Context: an optimization exercise on an open-source flow, tuned for small area, a short achievable clock period and few clock cycles. The choices shown serve that exercise and are no tape-out recipe. In this exercise RTL edits were held to simulation tests only and were not proved equivalent to the original.

**flow/constraint.sdc**
```tcl
create_clock -name core_clock -period 20.0 [get_ports {clk}]
set_input_delay 4.0000 -clock core_clock [delete_from_list [all_inputs] [get_ports {clk}]]
set_output_delay 4.0000 -clock core_clock [all_outputs]
set_load 0.01 [all_outputs]
```
**flow/run.sh**
```bash
#!/bin/bash
# synth_recipe.tcl (not shown) runs the flow's synth.tcl, then flattens the netlist and writes it again
# the make line also repeats each setting of config.mk as NAME=value (left out here)
make -C /OpenROAD-flow-scripts/flow DESIGN_CONFIG=/design/flow/config.mk WORK_HOME=/design/flow/orfs CLKGATE_MAP_FILE= SYNTH_SCRIPT=/design/flow/synth_recipe.tcl finish
```
**flow/config.mk**
```make
export PLATFORM = sky130hd
export DESIGN_NAME = crc_channel
export DESIGN_NICKNAME = crc_channel
export VERILOG_FILES = /design/flow/design.v
export SDC_FILE = /design/flow/constraint.sdc
export NUM_CORES = 4
export LEC_CHECK = 0
export CAP_MARGIN = 20
export CORE_MARGIN = 2
export CORE_UTILIZATION = 40
export SLEW_MARGIN = 20
```
**flow/design.v**
```verilog
module crc_channel (
    input  wire        clk,
    input  wire        rst,             
    input  wire        cmd_go,
    input  wire [2:0]  cmd_set,
    input  wire        cmd_expect_en,
    input  wire [31:0] cmd_len,
    input  wire [63:0] cmd_exp,
    input  wire        cmd_terminate,
    input  wire        in_valid,
    output wire        in_ready,
    input  wire [63:0] in_data,
    output reg         done,
    output wire [1:0]  state,
    output reg  [7:0]  code,
    output reg         match,
    output reg  [63:0] result
);
    localparam [7:0] DONE_OK          = 8'h00;
    localparam [7:0] REJECTED_INVALID = 8'h10;
    localparam [7:0] ABORTED_FAULT    = 8'h21;
    localparam [7:0] FAILED_CHECK     = 8'h32;
    localparam [1:0] S_IDLE = 2'd0;
    localparam [1:0] S_RUN  = 2'd1;
    localparam [1:0] S_FIN  = 2'd2;
    reg [1:0]  st;
    reg [2:0]  set_q;
    reg        exp_en_q;
    reg [63:0] exp_q;
    reg [31:0] remaining;
    reg [63:0] crc_q;
    function [63:0] set_init(input [2:0] s);
        case (s)
            3'd0:    set_init = 64'h0000_0000_FFFF_FFFF;
            3'd1:    set_init = 64'h0000_0000_FFFF_FFFF;
            3'd2:    set_init = 64'h0000_0000_0000_FFFF;
            3'd3:    set_init = 64'h0000_0000_0000_00FF;
            default: set_init = 64'h0;
        endcase
    endfunction
    function [63:0] set_xorout(input [2:0] s);
        case (s)
            3'd0:    set_xorout = 64'h0000_0000_FFFF_FFFF;
            3'd1:    set_xorout = 64'h0000_0000_FFFF_FFFF;
            3'd3:    set_xorout = 64'h0000_0000_0000_00FF;
            default: set_xorout = 64'h0;
        endcase
    endfunction
    function [63:0] crc_byte(input [2:0] s, input [63:0] c, input [7:0] b);
        integer i;
        reg [63:0] r;
        begin
            r = c;
            case (s)
                3'd0: begin
                    r[31:0] = r[31:0] ^ {24'h0, b};
                    for (i = 0; i < 8; i = i + 1)
                        r[31:0] = r[0] ? ((r[31:0] >> 1) ^ 32'hEDB8_8320) : (r[31:0] >> 1);
                end
                3'd1: begin
                    r[31:0] = r[31:0] ^ {24'h0, b};
                    for (i = 0; i < 8; i = i + 1)
                        r[31:0] = r[0] ? ((r[31:0] >> 1) ^ 32'h82F6_3B78) : (r[31:0] >> 1);
                end
                3'd2: begin
                    r[15:0] = r[15:0] ^ {b, 8'h0};
                    for (i = 0; i < 8; i = i + 1)
                        r[15:0] = r[15] ? ((r[15:0] << 1) ^ 16'h1021) : (r[15:0] << 1);
                end
                3'd3: begin
                    r[7:0] = r[7:0] ^ b;
                    for (i = 0; i < 8; i = i + 1)
                        r[7:0] = r[7] ? ((r[7:0] << 1) ^ 8'h2F) : (r[7:0] << 1);
                end
                default: begin
                    r = r ^ {b, 56'h0};
                    for (i = 0; i < 8; i = i + 1)
                        r = r[63] ? ((r << 1) ^ 64'h42F0_E1EB_A9EA_3693) : (r << 1);
                end
            endcase
            crc_byte = r;
        end
    endfunction
    function [63:0] crc_beat(input [2:0] s, input [63:0] c, input [63:0] d, input [3:0] nbytes);
        integer k;
        reg [63:0] r;
        begin
            r = c;
            for (k = 0; k < 8; k = k + 1)
                if (k < nbytes)
                    r = crc_byte(s, r, d[8*k +: 8]);
            crc_beat = r;
        end
    endfunction
    wire        beat      = (st == S_RUN) && in_valid;
    wire        last_beat = (remaining <= 32'd8);
    wire [3:0]  beat_len  = last_beat ? remaining[3:0] : 4'd8;
    wire [63:0] crc_next  = crc_beat(set_q, crc_q, in_data, beat_len);
    wire [63:0] final_val = crc_q ^ set_xorout(set_q);
    assign in_ready = (st == S_RUN);
    assign state    = (st == S_IDLE) ? 2'd0 : 2'd1;
    always @(posedge clk) begin
        if (rst) begin
            st        <= S_IDLE;
            set_q     <= 3'd0;
            exp_en_q  <= 1'b0;
            exp_q     <= 64'h0;
            remaining <= 32'h0;
            crc_q     <= 64'h0;
            done      <= 1'b0;
            code      <= 8'h00;
            match     <= 1'b0;
            result    <= 64'h0;
        end else begin
            done <= 1'b0;
            case (st)
                S_IDLE: begin
                    if (cmd_go) begin
                        if (cmd_set > 3'd4) begin
                            code <= REJECTED_INVALID;
                            done <= 1'b1;
                        end else if (cmd_len == 32'd0) begin
                            code <= DONE_OK;
                            done <= 1'b1;
                        end else begin
                            set_q     <= cmd_set;
                            exp_en_q  <= cmd_expect_en;
                            exp_q     <= cmd_exp;
                            remaining <= cmd_len;
                            crc_q     <= set_init(cmd_set);
                            st        <= S_RUN;
                        end
                    end
                end
                S_RUN: begin
                    if (cmd_terminate) begin
                        code <= ABORTED_FAULT;
                        done <= 1'b1;
                        st   <= S_IDLE;
                    end else if (beat) begin
                        crc_q     <= crc_next;
                        remaining <= remaining - {28'h0, beat_len};
                        if (last_beat)
                            st <= S_FIN;
                    end
                end
                S_FIN: begin
                    if (cmd_terminate) begin
                        code <= ABORTED_FAULT;
                    end else begin
                        result <= final_val;
                        if (exp_en_q) begin
                            match <= (final_val == exp_q);
                            code  <= (final_val == exp_q) ? DONE_OK : FAILED_CHECK;
                        end else begin
                            code  <= DONE_OK;
                        end
                    end
                    done <= 1'b1;
                    st   <= S_IDLE;
                end
                default: st <= S_IDLE;
            endcase
        end
    end
endmodule
```
==> run notes <==
* built — TritonCTS clock tree
* 298000 um — routed wire length
* 0.81 ns — slowest stage delay, CP
* 51.2k — vias in the first global route
* 366 um — die extent in y
* 62000 sq um — fin area
* met2 — busiest layer in global routing
* 0 — number of enable flip-flop cells after synthesis
* 0 — number of hold violations in the final report
* 3 — CTS Buffer Depth
* xnor2_1 — dominant cell by count in the synthesized netlist
* 40.4% — Initial Utilization
* 9.02% — share of the yosys chip area belonging to registers
* 409000 um — global-route wire length before repair
* false — setup repair after global routing missed its margin
* 7125 — number of nets in the layout
* 134000 sq um — Die Area
* in_data[1] — origin of the worst setup path
* 1 — warning count from the yosys run
* 3.67 ns — reg-to-reg slack, setup
* 1 — maximum level of the CTS H-tree
* 130000 sq um — Core Region
* -0.109 ns — worst slack at placement
* 60800 sq um — placed inst area
* clkdlybuf4s50_1 — slowest stage cell on the critical path
* 8 — sum of buffers and inverters on the critical path
* 97.5% — fin crit share
* 45900 sq um — multi-input gate area in the final layout
* 8.14 sq um — Post-Syn Area per Cell
* 229000 um — detailed placement HPWL
* buf_4 — CP most frequent cell
* 20.50 ns — required time of the worst setup path
* input pin — startpoint type of the worst setup path
* 16 — number of antenna violations at the first check in global routing
* 63.5% — global-route met2 utilization
* 16.0% — layout cell share with drive strength beyond 1
* 0 — final setup vio count
* 100 — maximum number of pins on one net before global-route repair
* 0 — max-slew violations
* 52400 sq um — netlist area before placement
* 0.507 ns — post-route worst setup slack
* xnor2_1 (1509), nand2_1 (657), xor2_1 (597), a21oi_1 (520), nor2_1 (435) — synth cell count leaders
* 27 — number of clock buffers inserted by TritonCTS
* 0.61 ns — clock latency reported for the late side of the worst-skew pair
* 47.7% — post-route core utilization
* dfxtp_1 — leading register cell type out of synthesis
* 6438 — gate count after technology mapping
* 0.0438 ns — clock skew
* crc_q[27]$_SDFFE_PP0P_ — critical path endpoint
* 1.31 ns — Worst Tran Pin Value
* 0 — total overflow reported by the global router
* 236 — Synth Register Bits
* 6 — 1st-pass router iterations
* 42.5% — Overall Global Routing Usage
* register — crit end category
* 20.00 ns — arrival time at the worst endpoint
* 0 — remaining routing DRC violations
* 12.7% — Max-slew headroom
* 366 um — die outline width
* 0 — Max-cap violations
* xnor2_1 — Synth area leader
* 1.03 — global placer's final weighted congestion
* input pin to register — critical setup path kind
* 56.6% — GR Layer Usage met1
* 0% — proportion of register bits with asynchronous set or reset after synthesis
* XOR/XNOR gates — family with the most delay on the worst path
* 19.49 ns — Final Critical Period
* 246 — count of boundary I/O pins
* 0 — number of nets with antenna violations after routing
* 54.4k — total number of vias
* crc_q[27]$_SDFFE_PP0P_ — terminus of the critical flop-to-flop path
* clkbuf_16 — cell at the root of the clock tree
* complete, no violations — result of the run
* 4730 sq um — register area
* register to register — Tightest Hold Check Type
* 0.06 ns — Clock Pin Slew Worst Setup and Hold Paths
* 120 — count of unique library cells instantiated by Yosys
* 51.3 MHz — top achievable clock speed
* 52 — number of cells on the critical path
* 240 — count of input and output buffers
* 13.1k — Filler Cells Inserted
* 25.2% — Yosys top cell area share
* set_q[2]$_SDFFE_PP0P_ — startpoint of the worst register-to-register path
* 9 — critical path fanouts, max
* 18.3% — Synth-to-Final Area Change
* 6.23 — via-per-instance ratio
* 34.2 um — average detailed-routed wire length per instance
* 7928 — drt first-iter violations
* 236 — sinks on the clock net
* 53 — R2R cell count
* xnor2_1 (25%), xor2_1 (10%), xnor3_1 (9.5%), dfxtp_1 (9.0%), a21oi_1 (5.0%) — most area-consuming cells after synthesis
* 132 — # rows
* 8.61% — met3 demand-to-capacity share in global routing
* 0.457 ns — Hold Worst Slack
-- cell usage in the layout, fill, tap and decap left out, types with 59 or more instances in the layout --
master,netlist,final
xnor2_1,1509,1502
xor2_1,597,593
a221oi_1,83,82
nand3_1,73,71
xnor2_2,74,75
a22oi_1,61,61
nor2_1,435,424
nand2_1,657,651
o221ai_1,100,100
mux2i_1,59,59
clkdlybuf4s50_1,0,237
dfxtp_1,236,233
nor3_1,61,59
buf_4,35,729
a211oi_1,102,101
a21oi_1,520,513
xnor3_1,222,222
o21ai_0,262,260
-- metrics by stage --
| step | instances | TNS, ns |
|---|---|---|
| after floorplan | 6442 | 0 |
| after global placement | 8659 | -0.346 |
| after detailed placement | 8660 | -0.584 |
| after CTS | 8708 | 0 |
| after global routing | 8714 | 0 |
| final | 8721 | 0 |
-- what timing repair did --
| item | in CTS | in global routing |
|---|---|---|
| endpoints found under the setup margin | 0 | 32 |
| setup buffers | 0 | 3 |
| hold buffers | 0 | 0 |
| hold endpoints to repair | 0 | 0 |
| resized for setup | 0 | 16 |
-- logic make-up after synthesis --
logic type,after synthesis,share of synthesized area (%)
compound gates,1577,20.2
xor+xnor,2530,52.6
fa+ha+maj,5,0.119
buf+inv,537,4.26
flops,236,9.02
mux,65,1.29
other cells,2,0.0143
simple gates,1486,12.5
-- final cells by class --
class	count	area share, %
inverter	38	0.232
timing repair buffer	979	13.0
clock inverter	9	0.200
multi-input combinational	5669	74.0
clock buffer	39	1.31
tap	1742	3.52
sequential	236	7.64
antenna	9	0.0364
-- tightest hold or removal path, delay by kind of cell (launching register included) --
family	cells	cell delay [ns]
simple gates	1	0.05
compound gates	1	0.05
flops	1	0.31
-- sequential cells by signal, summed over array words and instances (netlist names) --
register and cells:
exp_q 64, crc_q 64, done 1, match 1, remaining 32, exp_en_q 1
st 2, code 4, result 64, set_q 3
-- per-layer routing --
layer	wire length, um	share of wire [%]
met1	120000	40
met2	125000	42
met3	31900	11
met4	21300	7.1
met5	281	0.094
-- worst min-delay path by stage --
stage,depth (start not counted),from,end,slack (ns)
2_1_floorplan,2,remaining[30]$_SDFFE_PP0P_,remaining[30]$_SDFFE_PP0P_,0.45
3_3_place_gp,2,result[57]$_SDFFE_PP0P_,result[57]$_SDFFE_PP0P_,0.45
3_5_place_dp,2,result[43]$_SDFFE_PP0P_,result[43]$_SDFFE_PP0P_,0.45
4_1_cts,2,result[32]$_SDFFE_PP0P_,result[32]$_SDFFE_PP0P_,0.46
5_1_grt,2,result[42]$_SDFFE_PP0P_,result[42]$_SDFFE_PP0P_,0.47
6_report,2,code[1]$_SDFFE_PP0P_,code[1]$_SDFFE_PP0P_,0.46
Testbench counts, summed over its fixed seeds: cycles 18,581.

## what the ideal ports hide
No port has a modelled driver above. Below, the same layout with a new extraction and two added sets of constraints.
Step 1, drivers: a clkbuf_16 drives clk and a buf_2 each remaining input, both assumed.
Step 2 moves the port delays by t, midway between the first and last clock arrival at a register: inputs arrive t later, outputs are due t later. That takes back most of the time a late clock gives input paths.
Three values: ideal, step 1, step 2; two values: the first two.
t (ns): 0.651
slack for setup (ns): 0.507 / 0.515 / -0.137
worst setup path after step 2: input to register
clock arrival spread, ns: 0.045 / 0.045
With both steps, setup timing fails in this run, where it was met with ideal ports. For this run, drivers alone change the setup slack by +0.008 ns; drivers and shift together by -0.644 ns.
